Background: an optimization exercise with open tools, aiming at small area and a short achievable clock period. Do not read the settings as production practice.
Where RTL was checked, it was by simulation tests only, not by an equivalence proof against the original.

job 8087:
Design dected_codec, start of the top module:
module dected_codec (
    input  wire        clk,
    input  wire        rst_n,
    input  wire        enc_valid,
    input  wire [63:0] enc_data,
    output wire        enc_out_valid,
    output wire [63:0] enc_out_data,
    output wire [14:0] enc_out_check,
    input  wire        dec_valid,
    input  wire [63:0] dec_data,
    input  wire [14:0] dec_check,
    output wire        dec_out_valid,
    output wire [63:0] dec_out_data,
    output wire [14:0] dec_out_check,
    output wire [1:0]  dec_out_corr,
    output wire        dec_out_ue
);
For scale: ~1800 cells after synthesis, about 310 I/O pins, ~0.018 mm^2 of cells after synthesis.
clock: 13.5 ns
lec_check: 0
cap_margin: 20
core_margin: 2
core_utilization: 50
cts_cluster_diameter: 60
cts_cluster_size: 16
place_density: 0.65
slew_margin: 20
tns_end_percent: 0
buffer_ports_args: -buffer_cell sky130_fd_sc_hd__buf_1
setup_slack_margin: 9.3
cts_buf_list: sky130_fd_sc_hd__clkbuf_8 sky130_fd_sc_hd__clkbuf_16
standard.sh (not shown) runs the stock make flow with config.mk's settings and CLKGATE_MAP_FILE= SYNTH_SCRIPT=/design/flow/synth_recipe.tcl, a recipe that flattens the netlist after the stock synthesis.
==> flow/flow/run.sh <==
#!/bin/bash
# Own flow: the standard layout (standard.sh, unchanged synthesis) with
# extra ORFS settings: small port buffers, timing repair aimed below the
# clock period, and smaller clock buffers.  The ORFS tools log to
# orfs/logs/ and standard.log; this script's own output goes to run.log.
set -e
exec > >(tee run.log) 2>&1
cat >> "$FLOW_CONFIG" <<EOC
export BUFFER_PORTS_ARGS = -buffer_cell sky130_fd_sc_hd__buf_1
export SETUP_SLACK_MARGIN = 9.3
export CTS_BUF_LIST = sky130_fd_sc_hd__clkbuf_8 sky130_fd_sc_hd__clkbuf_16
EOC
bash standard.sh > standard.log 2>&1
Job 8087: flow completed, timing, DRC and antenna clean
Relative to job 8087, the following input files were edited for job 3458:
diff --git a/flow/flow/run.sh b/flow/flow/run.sh
--- a/flow/flow/run.sh
+++ b/flow/flow/run.sh
@@ -10 +10 @@
-export SETUP_SLACK_MARGIN = 9.3
+export SETUP_SLACK_MARGIN = 9.5
diff --git a/flow/config.mk b/flow/config.mk
--- a/flow/config.mk
+++ b/flow/config.mk
@@ -17 +17 @@
-export SETUP_SLACK_MARGIN = 9.3
+export SETUP_SLACK_MARGIN = 9.5
Notes after the runs:
Job 3458 against job 8087: count of buffers added by post-CTS timing repair for setup now larger, design area now larger, wire length now larger.
Taking job 8087 as the reference, in job 3458 share of the final layout cell area in multi-input gates decreased 0.17 points, worst setup slack after layout saw an increase, HPWL after detailed placement dropped 360 um, clock buffer and inverter area fraction after layout +0.30 points.
Diff job 8087 -> job 3458: sequential share of cell area dropped 0.38 points.
Changes in job 3184 relative to job 3458:
diff --git a/flow/flow/run.sh b/flow/flow/run.sh
--- a/flow/flow/run.sh
+++ b/flow/flow/run.sh
@@ -10,2 +10,2 @@
-export SETUP_SLACK_MARGIN = 9.5
-export CTS_BUF_LIST = sky130_fd_sc_hd__clkbuf_8 sky130_fd_sc_hd__clkbuf_16
+export SETUP_SLACK_MARGIN = 9.3
+export CTS_BUF_LIST = sky130_fd_sc_hd__clkbuf_8
diff --git a/flow/config.mk b/flow/config.mk
--- a/flow/config.mk
+++ b/flow/config.mk
@@ -17,2 +17,2 @@
-export SETUP_SLACK_MARGIN = 9.5
-export CTS_BUF_LIST = sky130_fd_sc_hd__clkbuf_8 sky130_fd_sc_hd__clkbuf_16
+export SETUP_SLACK_MARGIN = 9.3
+export CTS_BUF_LIST = sky130_fd_sc_hd__clkbuf_8
[compare] base=job 3458 new=job 3184: met3 routed wirelength lower, final design instance area without fill lower. Per the comparison of job 3184 with job 3458, max-slew headroom at the worst pin fell by 6.5 points, final period demand of the worst path rose by 0.15 ns, via count of the first global-routing pass fell by 162, count of buffering cells on the critical path with inverters included stayed essentially flat. Row count essentially unchanged between job 3458 and job 3184.
[inputs] job 2438 vs job 3184
diff --git a/flow/flow/run.sh b/flow/flow/run.sh
--- a/flow/flow/run.sh
+++ b/flow/flow/run.sh
@@ -10 +10 @@
-export SETUP_SLACK_MARGIN = 9.3
+export SETUP_SLACK_MARGIN = 9.5
diff --git a/flow/config.mk b/flow/config.mk
--- a/flow/config.mk
+++ b/flow/config.mk
@@ -17 +17 @@
-export SETUP_SLACK_MARGIN = 9.3
+export SETUP_SLACK_MARGIN = 9.5
Findings:
- [compare] base=job 3184 new=job 2438: register share of the cell area moved down, combined flip-flop and latch cell area level, detailed placer's ending HPWL moved down.
- Routed wire length of job 2438 exceeds that of job 3184 slightly.
- Compared to job 3184, job 2438 has final area 2.3% higher.
- Run comparison: job 2438 timing endpoint of the critical path b1q_s3[0]; job 3184 timing endpoint of the critical path b1q_s3[4]
- Per the comparison of job 2438 with job 3184, share of the clock period used by the worst path after layout fell 1.2 points, global-route wire length before repair barely changed, actual transition at the worst max-transition pin has decreased.
- From job 3184 to job 2438 the numbers moved as follows: number of global-route vias before repair picked up an extra 0.52%, worst setup slack picked up an extra 0.16 ns.

Setup of run Y:
dected_codec, a different RTL version from the one above (not shown whole).
Size: roughly 1,800 cells after synthesis.
==> flow/config.mk <==
export PLATFORM = sky130hd
export DESIGN_NAME = dected_codec
export DESIGN_NICKNAME = dected_codec
export VERILOG_FILES = /design/flow/design.v
export SDC_FILE = /design/flow/constraint.sdc
export NUM_CORES = 4
export LEC_CHECK = 0
export CAP_MARGIN = 20
export CORE_MARGIN = 2
export CORE_UTILIZATION = 50
export CTS_CLUSTER_DIAMETER = 60
export CTS_CLUSTER_SIZE = 16
export PLACE_DENSITY = 0.65
export SLEW_MARGIN = 20
export TNS_END_PERCENT = 0
export BUFFER_PORTS_ARGS = -buffer_cell sky130_fd_sc_hd__buf_2
export SETUP_SLACK_MARGIN = 9.3
export CTS_BUF_LIST = sky130_fd_sc_hd__clkbuf_8 sky130_fd_sc_hd__clkbuf_16
==> flow/constraint.sdc <==
create_clock -name core_clock -period 13.5 [get_ports {clk}]
set_input_delay 2.7000 -clock core_clock [delete_from_list [all_inputs] [get_ports {clk}]]
set_output_delay 2.7000 -clock core_clock [all_outputs]
set_load 0.01 [all_outputs]
==> flow/flow/run.sh <==
#!/bin/bash
# Own flow: the standard layout (standard.sh, unchanged synthesis) with
# extra ORFS settings: small port buffers, timing repair aimed below the
# clock period, and smaller clock buffers.  The ORFS tools log to
# orfs/logs/ and standard.log; this script's own output goes to run.log.
set -e
exec > >(tee run.log) 2>&1
cat >> "$FLOW_CONFIG" <<EOC
export BUFFER_PORTS_ARGS = -buffer_cell sky130_fd_sc_hd__buf_2
export SETUP_SLACK_MARGIN = 9.3
export CTS_BUF_LIST = sky130_fd_sc_hd__clkbuf_8 sky130_fd_sc_hd__clkbuf_16
EOC
bash standard.sh > standard.log 2>&1
--- input diff run Y..run X ---
- a deleted CTS_CLUSTER_SIZE that had been 16
- a deleted CTS_CLUSTER_DIAMETER that had been 60
- a change of CTS_BUF_LIST from sky130_fd_sc_hd__clkbuf_8 sky130_fd_sc_hd__clkbuf_16 to sky130_fd_sc_hd__clkbuf_4 sky130_fd_sc_hd__clkbuf_8
-- flow/flow/run.sh --
<<< run Y, line 11
export CTS_BUF_LIST = sky130_fd_sc_hd__clkbuf_8 sky130_fd_sc_hd__clkbuf_16
>>> run X, line 11
export CTS_BUF_LIST = sky130_fd_sc_hd__clkbuf_4 sky130_fd_sc_hd__clkbuf_8
--- outcome ---
- Run X against run Y: wire length up about 0.8%, number of clock buffers in the layout went up, register-to-register slack went down by 0.03 ns, number of resized instances in the post-cts repair step now larger.
- Diff run X..run Y | placed cell count | unchanged
- Compared to run Y, run X shows a narrower setup margin.

dected_codec, a different RTL version from the one above (not shown whole).
Size in the first run: ~2000 cells after synthesis, about 360 flip-flops, ~18000 µm² of cells after synthesis.
==> flow/config.mk <==
export PLATFORM = sky130hd
export DESIGN_NAME = dected_codec
export DESIGN_NICKNAME = dected_codec
export VERILOG_FILES = /design/flow/design.v
export SDC_FILE = /design/flow/constraint.sdc
export NUM_CORES = 4
export LEC_CHECK = 0
export ABC_AREA = 1
export CAP_MARGIN = 20
export CORE_MARGIN = 2
export CORE_UTILIZATION = 50
export CTS_CLUSTER_DIAMETER = 60
export CTS_CLUSTER_SIZE = 16
export PLACE_DENSITY = 0.65
export SLEW_MARGIN = 20
export TNS_END_PERCENT = 0
export BUFFER_PORTS_ARGS = -buffer_cell sky130_fd_sc_hd__buf_1
export SETUP_SLACK_MARGIN = 9.5
export CTS_BUF_LIST = sky130_fd_sc_hd__clkbuf_8
==> flow/constraint.sdc <==
create_clock -name core_clock -period 13.5 [get_ports {clk}]
set_input_delay 2.7000 -clock core_clock [delete_from_list [all_inputs] [get_ports {clk}]]
set_output_delay 2.7000 -clock core_clock [all_outputs]
set_load 0.01 [all_outputs]
==> flow/flow/run.sh <==
#!/bin/bash
# Own flow: the standard layout (standard.sh, unchanged synthesis) with
# extra ORFS settings: small port buffers, timing repair aimed below the
# clock period, and smaller clock buffers.  The ORFS tools log to
# orfs/logs/ and standard.log; this script's own output goes to run.log.
set -e
exec > >(tee run.log) 2>&1
cat >> "$FLOW_CONFIG" <<EOC
export BUFFER_PORTS_ARGS = -buffer_cell sky130_fd_sc_hd__buf_1
export SETUP_SLACK_MARGIN = 9.5
export CTS_BUF_LIST = sky130_fd_sc_hd__clkbuf_8
EOC
bash standard.sh > standard.log 2>&1
==> next run, changes <==
--- a/flow/flow/run.sh
+++ b/flow/flow/run.sh
@@ -8,5 +8,5 @@
 cat >> "$FLOW_CONFIG" <<EOC
 export BUFFER_PORTS_ARGS = -buffer_cell sky130_fd_sc_hd__buf_1
-export SETUP_SLACK_MARGIN = 9.5
+export SETUP_SLACK_MARGIN = 9.7
 export CTS_BUF_LIST = sky130_fd_sc_hd__clkbuf_8
 EOC
CORE_UTILIZATION = 58   (was 50)
PLACE_DENSITY = 0.7   (was 0.65)
SETUP_SLACK_MARGIN = 9.7   (was 9.5)
Effect:
- clock-buffer cell count falls by 1
- setup slack gets better by 0.25 ns
- final cell count falls by a few percent
- first-iteration DRC count rises by about a fifth
- hold slack barely changes
- sequential share of layout area falls by 0.28 points
- wire length falls by a few percent
==> next run, changes <==
--- a/flow/flow/run.sh
+++ b/flow/flow/run.sh
@@ -8,5 +8,5 @@
 cat >> "$FLOW_CONFIG" <<EOC
 export BUFFER_PORTS_ARGS = -buffer_cell sky130_fd_sc_hd__buf_1
-export SETUP_SLACK_MARGIN = 9.7
+export SETUP_SLACK_MARGIN = 9.8
 export CTS_BUF_LIST = sky130_fd_sc_hd__clkbuf_8
 EOC
CORE_UTILIZATION = 50   (was 58)
PLACE_DENSITY = 0.65   (was 0.7)
SETUP_SLACK_MARGIN = 9.8   (was 9.7)
Effect: The new run finished clean. Via count increases by about 0.9%. Utilization decreases by 7.1 points. Worst hold slack stays flat. Die area increases by about 16%.
==> next run, changes <==
--- a/flow/flow/run.sh
+++ b/flow/flow/run.sh
@@ -8,5 +8,5 @@
 cat >> "$FLOW_CONFIG" <<EOC
 export BUFFER_PORTS_ARGS = -buffer_cell sky130_fd_sc_hd__buf_1
-export SETUP_SLACK_MARGIN = 9.8
+export SETUP_SLACK_MARGIN = 9.5
 export CTS_BUF_LIST = sky130_fd_sc_hd__clkbuf_8
 EOC
ABC_AREA = default   (was 1)
SETUP_SLACK_MARGIN = 9.5   (was 9.8)
The new run ran to the end with no violations.
Setup slack loses 0.26 ns.
Via count shrinks by about 1.2%.
Clock skew grows by 0.050 ns.
Final cell count shrinks by 7.1%.
Global-route usage shrinks by 1.4 points.
==> next run, changes <==
--- a/flow/flow/run.sh
+++ b/flow/flow/run.sh
@@ -8,5 +8,5 @@
 cat >> "$FLOW_CONFIG" <<EOC
 export BUFFER_PORTS_ARGS = -buffer_cell sky130_fd_sc_hd__buf_1
-export SETUP_SLACK_MARGIN = 9.5
+export SETUP_SLACK_MARGIN = 9.7
 export CTS_BUF_LIST = sky130_fd_sc_hd__clkbuf_8
 EOC
ABC_AREA = 1   (was default)
SETUP_SLACK_MARGIN = 9.7   (was 9.5)
The new run passed the timing, DRC and antenna checks.
Wire length fell slightly.
Fmax rises by a few percent.
Design area drops by a few percent.
Die area went down by a few percent.
Sequential cell count does not change.
Core utilization came out lower by 0.62 points.
Critical path depth stays the same.
Non-clock buffer count decreases by 56.
Setup slack gains 0.16 ns.
First-iteration DRC count drops by about a fifth.
==> next run, changes <==
--- a/flow/flow/run.sh
+++ b/flow/flow/run.sh
@@ -8,5 +8,5 @@
 cat >> "$FLOW_CONFIG" <<EOC
 export BUFFER_PORTS_ARGS = -buffer_cell sky130_fd_sc_hd__buf_1
-export SETUP_SLACK_MARGIN = 9.7
+export SETUP_SLACK_MARGIN = 9.9
 export CTS_BUF_LIST = sky130_fd_sc_hd__clkbuf_8
 EOC
SETUP_SLACK_MARGIN = 9.9   (was 9.7)
After rerunning: Register-to-register slack gains 0.06 ns; routed wire length rises slightly; non-clock buffer count rises by 17; die area does not change.

== run 1 ==
Another version of the RTL of dected_codec (not shown whole).
Size: ~1700 cells after synthesis, about 360 flip-flops, about 18000 um^2 of cells after synthesis.
==> flow/config.mk <==
export PLATFORM = sky130hd
export DESIGN_NAME = dected_codec
export DESIGN_NICKNAME = dected_codec
export VERILOG_FILES = /design/flow/design.v
export SDC_FILE = /design/flow/constraint.sdc
export NUM_CORES = 4
export LEC_CHECK = 0
export CAP_MARGIN = 20
export CORE_MARGIN = 2
export CORE_UTILIZATION = 50
export CTS_CLUSTER_DIAMETER = 60
export CTS_CLUSTER_SIZE = 16
export PLACE_DENSITY = 0.65
export SLEW_MARGIN = 20
export TNS_END_PERCENT = 0
export BUFFER_PORTS_ARGS = -buffer_cell sky130_fd_sc_hd__buf_1
export SETUP_SLACK_MARGIN = 9.7
export CTS_BUF_LIST = sky130_fd_sc_hd__clkbuf_8 sky130_fd_sc_hd__clkbuf_16
==> flow/constraint.sdc <==
create_clock -name core_clock -period 13.5 [get_ports {clk}]
set_input_delay 2.7000 -clock core_clock [delete_from_list [all_inputs] [get_ports {clk}]]
set_output_delay 2.7000 -clock core_clock [all_outputs]
set_load 0.01 [all_outputs]
==> flow/flow/run.sh <==
#!/bin/bash
# Own flow: the standard layout (standard.sh, unchanged synthesis) with
# extra ORFS settings: small port buffers, timing repair aimed below the
# clock period, and smaller clock buffers.  The ORFS tools log to
# orfs/logs/ and standard.log; this script's own output goes to run.log.
set -e
exec > >(tee run.log) 2>&1
cat >> "$FLOW_CONFIG" <<EOC
export BUFFER_PORTS_ARGS = -buffer_cell sky130_fd_sc_hd__buf_1
export SETUP_SLACK_MARGIN = 9.7
export CTS_BUF_LIST = sky130_fd_sc_hd__clkbuf_8 sky130_fd_sc_hd__clkbuf_16
EOC
bash standard.sh > standard.log 2>&1
Run 1 ended with every stage complete and zero timing, DRC or antenna violations.
The following lists how run 2 was set up differently from run 1:
--- a/flow/flow/run.sh
+++ b/flow/flow/run.sh
@@ -8,6 +8,6 @@
 cat >> "$FLOW_CONFIG" <<EOC
 export BUFFER_PORTS_ARGS = -buffer_cell sky130_fd_sc_hd__buf_1
-export SETUP_SLACK_MARGIN = 9.7
-export CTS_BUF_LIST = sky130_fd_sc_hd__clkbuf_8 sky130_fd_sc_hd__clkbuf_16
+export SETUP_SLACK_MARGIN = 9.3
+export CTS_BUF_LIST = sky130_fd_sc_hd__clkbuf_8
 EOC
 bash standard.sh > standard.log 2>&1
--- a/flow/config.mk
+++ b/flow/config.mk
@@ -8,11 +8,11 @@
 export CAP_MARGIN = 20
 export CORE_MARGIN = 2
-export CORE_UTILIZATION = 50
+export CORE_UTILIZATION = 56
 export CTS_CLUSTER_DIAMETER = 60
 export CTS_CLUSTER_SIZE = 16
-export PLACE_DENSITY = 0.65
+export PLACE_DENSITY = 0.68
 export SLEW_MARGIN = 20
 export TNS_END_PERCENT = 0
 export BUFFER_PORTS_ARGS = -buffer_cell sky130_fd_sc_hd__buf_1
-export SETUP_SLACK_MARGIN = 9.7
-export CTS_BUF_LIST = sky130_fd_sc_hd__clkbuf_8 sky130_fd_sc_hd__clkbuf_16
+export SETUP_SLACK_MARGIN = 9.3
+export CTS_BUF_LIST = sky130_fd_sc_hd__clkbuf_8
==> notes.md <==
- Re final-layout worst hold slack: run 2 is 0.0032 ns up on run 1.
- Standard-cell row count, run 2 and run 1: larger value in run 1
- Run 2 vs run 1 — share of the cycle needed by the critical path after routing rose 2.6 points.
- Taking run 1 as the reference point, the initial antenna violation count of run 2 falls by 5.
- Compared run 2 vs run 1, and number of buffers and inverters on the critical path is down in run 2.
- Number of clock buffers inserted by TritonCTS grows by more than 10% when moving from run 1 to run 2.
- | number of clock buffer instances in the layout | run 2 vs run 1 | 6 higher |
- Cells: run 2 has fewer instances than run 1
What run 3 does differently from run 2 at the input level:
--- a/flow/flow/run.sh
+++ b/flow/flow/run.sh
@@ -8,6 +8,6 @@
 cat >> "$FLOW_CONFIG" <<EOC
 export BUFFER_PORTS_ARGS = -buffer_cell sky130_fd_sc_hd__buf_1
-export SETUP_SLACK_MARGIN = 9.3
-export CTS_BUF_LIST = sky130_fd_sc_hd__clkbuf_8
+export SETUP_SLACK_MARGIN = 9.5
+export CTS_BUF_LIST = sky130_fd_sc_hd__clkbuf_8 sky130_fd_sc_hd__clkbuf_16
 EOC
 bash standard.sh > standard.log 2>&1
--- a/flow/config.mk
+++ b/flow/config.mk
@@ -8,11 +8,11 @@
 export CAP_MARGIN = 20
 export CORE_MARGIN = 2
-export CORE_UTILIZATION = 56
+export CORE_UTILIZATION = 50
 export CTS_CLUSTER_DIAMETER = 60
 export CTS_CLUSTER_SIZE = 16
-export PLACE_DENSITY = 0.68
+export PLACE_DENSITY = 0.65
 export SLEW_MARGIN = 20
 export TNS_END_PERCENT = 0
 export BUFFER_PORTS_ARGS = -buffer_cell sky130_fd_sc_hd__buf_1
-export SETUP_SLACK_MARGIN = 9.3
-export CTS_BUF_LIST = sky130_fd_sc_hd__clkbuf_8
+export SETUP_SLACK_MARGIN = 9.5
+export CTS_BUF_LIST = sky130_fd_sc_hd__clkbuf_8 sky130_fd_sc_hd__clkbuf_16
==> notes.md <==
Run 3 completed end to end with timing, DRC and antenna clean. Run 3 vs. run 2: multi-input combinational cell count stayed essentially flat, post-layout instance area moved up, met3 demand-to-capacity share in global routing decreased by 0.89 points relative to the old numbers. Taking run 2 as the reference, in run 3 routed wire length increased about 5%; worst setup slack increased 0.23 ns. [compare] base=run 2 new=run 3: total routing usage reported by global routing fell by 2.5 points, total area of multi-input combinational cells increased by 4.1% relative to the old numbers.
Setup changes, run 3 to run 4
--- a/flow/flow/run.sh
+++ b/flow/flow/run.sh
@@ -7,7 +7,7 @@
 exec > >(tee run.log) 2>&1
 cat >> "$FLOW_CONFIG" <<EOC
-export BUFFER_PORTS_ARGS = -buffer_cell sky130_fd_sc_hd__buf_1
-export SETUP_SLACK_MARGIN = 9.5
-export CTS_BUF_LIST = sky130_fd_sc_hd__clkbuf_8 sky130_fd_sc_hd__clkbuf_16
+export BUFFER_PORTS_ARGS = -buffer_cell sky130_fd_sc_hd__buf_2
+export SETUP_SLACK_MARGIN = 9.3
+export CTS_BUF_LIST = sky130_fd_sc_hd__clkbuf_8
 EOC
 bash standard.sh > standard.log 2>&1
==> flow/config.mk <==
export PLATFORM = sky130hd
export DESIGN_NAME = dected_codec
export DESIGN_NICKNAME = dected_codec
export VERILOG_FILES = /design/flow/design.v
export SDC_FILE = /design/flow/constraint.sdc
export NUM_CORES = 4
export LEC_CHECK = 0
export CAP_MARGIN = 20
export CORE_MARGIN = 2
export CORE_UTILIZATION = 56
export CTS_CLUSTER_DIAMETER = 60
export CTS_CLUSTER_SIZE = 16
export PLACE_DENSITY = 0.68
export SLEW_MARGIN = 20
export TNS_END_PERCENT = 0
export BUFFER_PORTS_ARGS = -buffer_cell sky130_fd_sc_hd__buf_2
export SETUP_SLACK_MARGIN = 9.3
export CTS_BUF_LIST = sky130_fd_sc_hd__clkbuf_8
Findings:
Run 4 completed every stage of the flow, and the final layout passed the timing, DRC and antenna checks. Launch point of the critical path = enc_data[2]: run 3; launch point of the critical path = b3q_s1[5]$_DFF_P_: run 4. Final non-filler cell total ends up higher on run 3. Relative to run 3, clock buffer count has increased by 6.7% in run 4. What run 4 reported for non-clock buffer instance count of the final layout has to be multiplied by 1.14 to get the figure for run 3. [compare] base=run 3 new=run 4: total instance count after detailed placement now sits lower; clock tree skew after final layout now sits higher; arrival time at the worst endpoint now sits higher. Diff run 4 and run 3: global routing usage summed across all routing layers higher in run 4.
No functional check of the RTL was part of any run of this note.

==> what the ideal ports hide <==
The results above use ideal ports. As a check the final layouts listed here were re-extracted and re-timed, cells and wires unchanged.
Step 1, drivers: a clkbuf_16 drives clk and a buf_2 each remaining input, both assumed.
Step 2 moves the port delays by t, midway between the first and last clock arrival at a register: inputs arrive t later, outputs are due t later. That takes back most of the time a late clock gives input paths.
a / b / c = ideal ports / drivers / drivers and shift; a / b = the first two.
run | shift t [ns] | setup slack, ns | hold WS [ns] | worst setup path after step 2
job 8087 | 0.611 | 9.321 / 9.342 / 8.730 | 0.319 / 0.319 / 0.319 | input to register
job 3458 | 0.629 | 9.355 / 9.371 / 8.742 | 0.306 / 0.306 / 0.306 | input to register
job 3184 | 0.657 | 9.203 / 9.212 / 8.555 | 0.284 / 0.284 / 0.284 | input to register
job 2438 | 0.673 | 9.359 / 9.377 / 8.703 | 0.276 / 0.276 / 0.276 | input to register
run Y | 0.596 | 9.300 / 9.324 / 8.728 | 0.323 / 0.323 / 0.323 | input to register
run X | 0.683 | 9.289 / 9.298 / 8.634 | 0.322 / 0.322 / 0.322 | input to register
the first run of note 3 | 0.671 | 9.314 / 9.336 / 8.666 | 0.318 / 0.318 / 0.318 | input to register
the second run of note 3 | 0.659 | 9.561 / 9.590 / 8.931 | 0.320 / 0.320 / 0.320 | input to register
the third run of note 3 | 0.672 | 9.660 / 9.623 / 9.020 | 0.320 / 0.320 / 0.320 | input to register
the fourth run of note 3 | 0.666 | 9.405 / 9.398 / 8.732 | 0.328 / 0.328 / 0.328 | input to register
the fifth run of note 3 | 0.671 | 9.570 / 9.539 / 8.918 | 0.317 / 0.317 / 0.317 | input to register
the sixth run of note 3 | 0.667 | 9.640 / 9.631 / 9.002 | 0.321 / 0.321 / 0.321 | input to register
run 1 | 0.625 | 9.589 / 9.610 / 8.995 | 0.325 / 0.325 / 0.325 | input to register
run 2 | 0.601 | 9.234 / 9.252 / 8.651 | 0.329 / 0.329 / 0.329 | input to register
run 3 | 0.627 | 9.463 / 9.444 / 8.817 | 0.326 / 0.326 / 0.326 | input to register
run 4 | 0.678 | 9.334 / 9.334 / 8.752 | 0.299 / 0.299 / 0.299 | input to register
After both steps setup and hold are still met in every run listed. For the fourth run of note 3, which loses most, drivers alone change the setup slack by -0.007 ns; drivers and shift together by -0.673 ns.
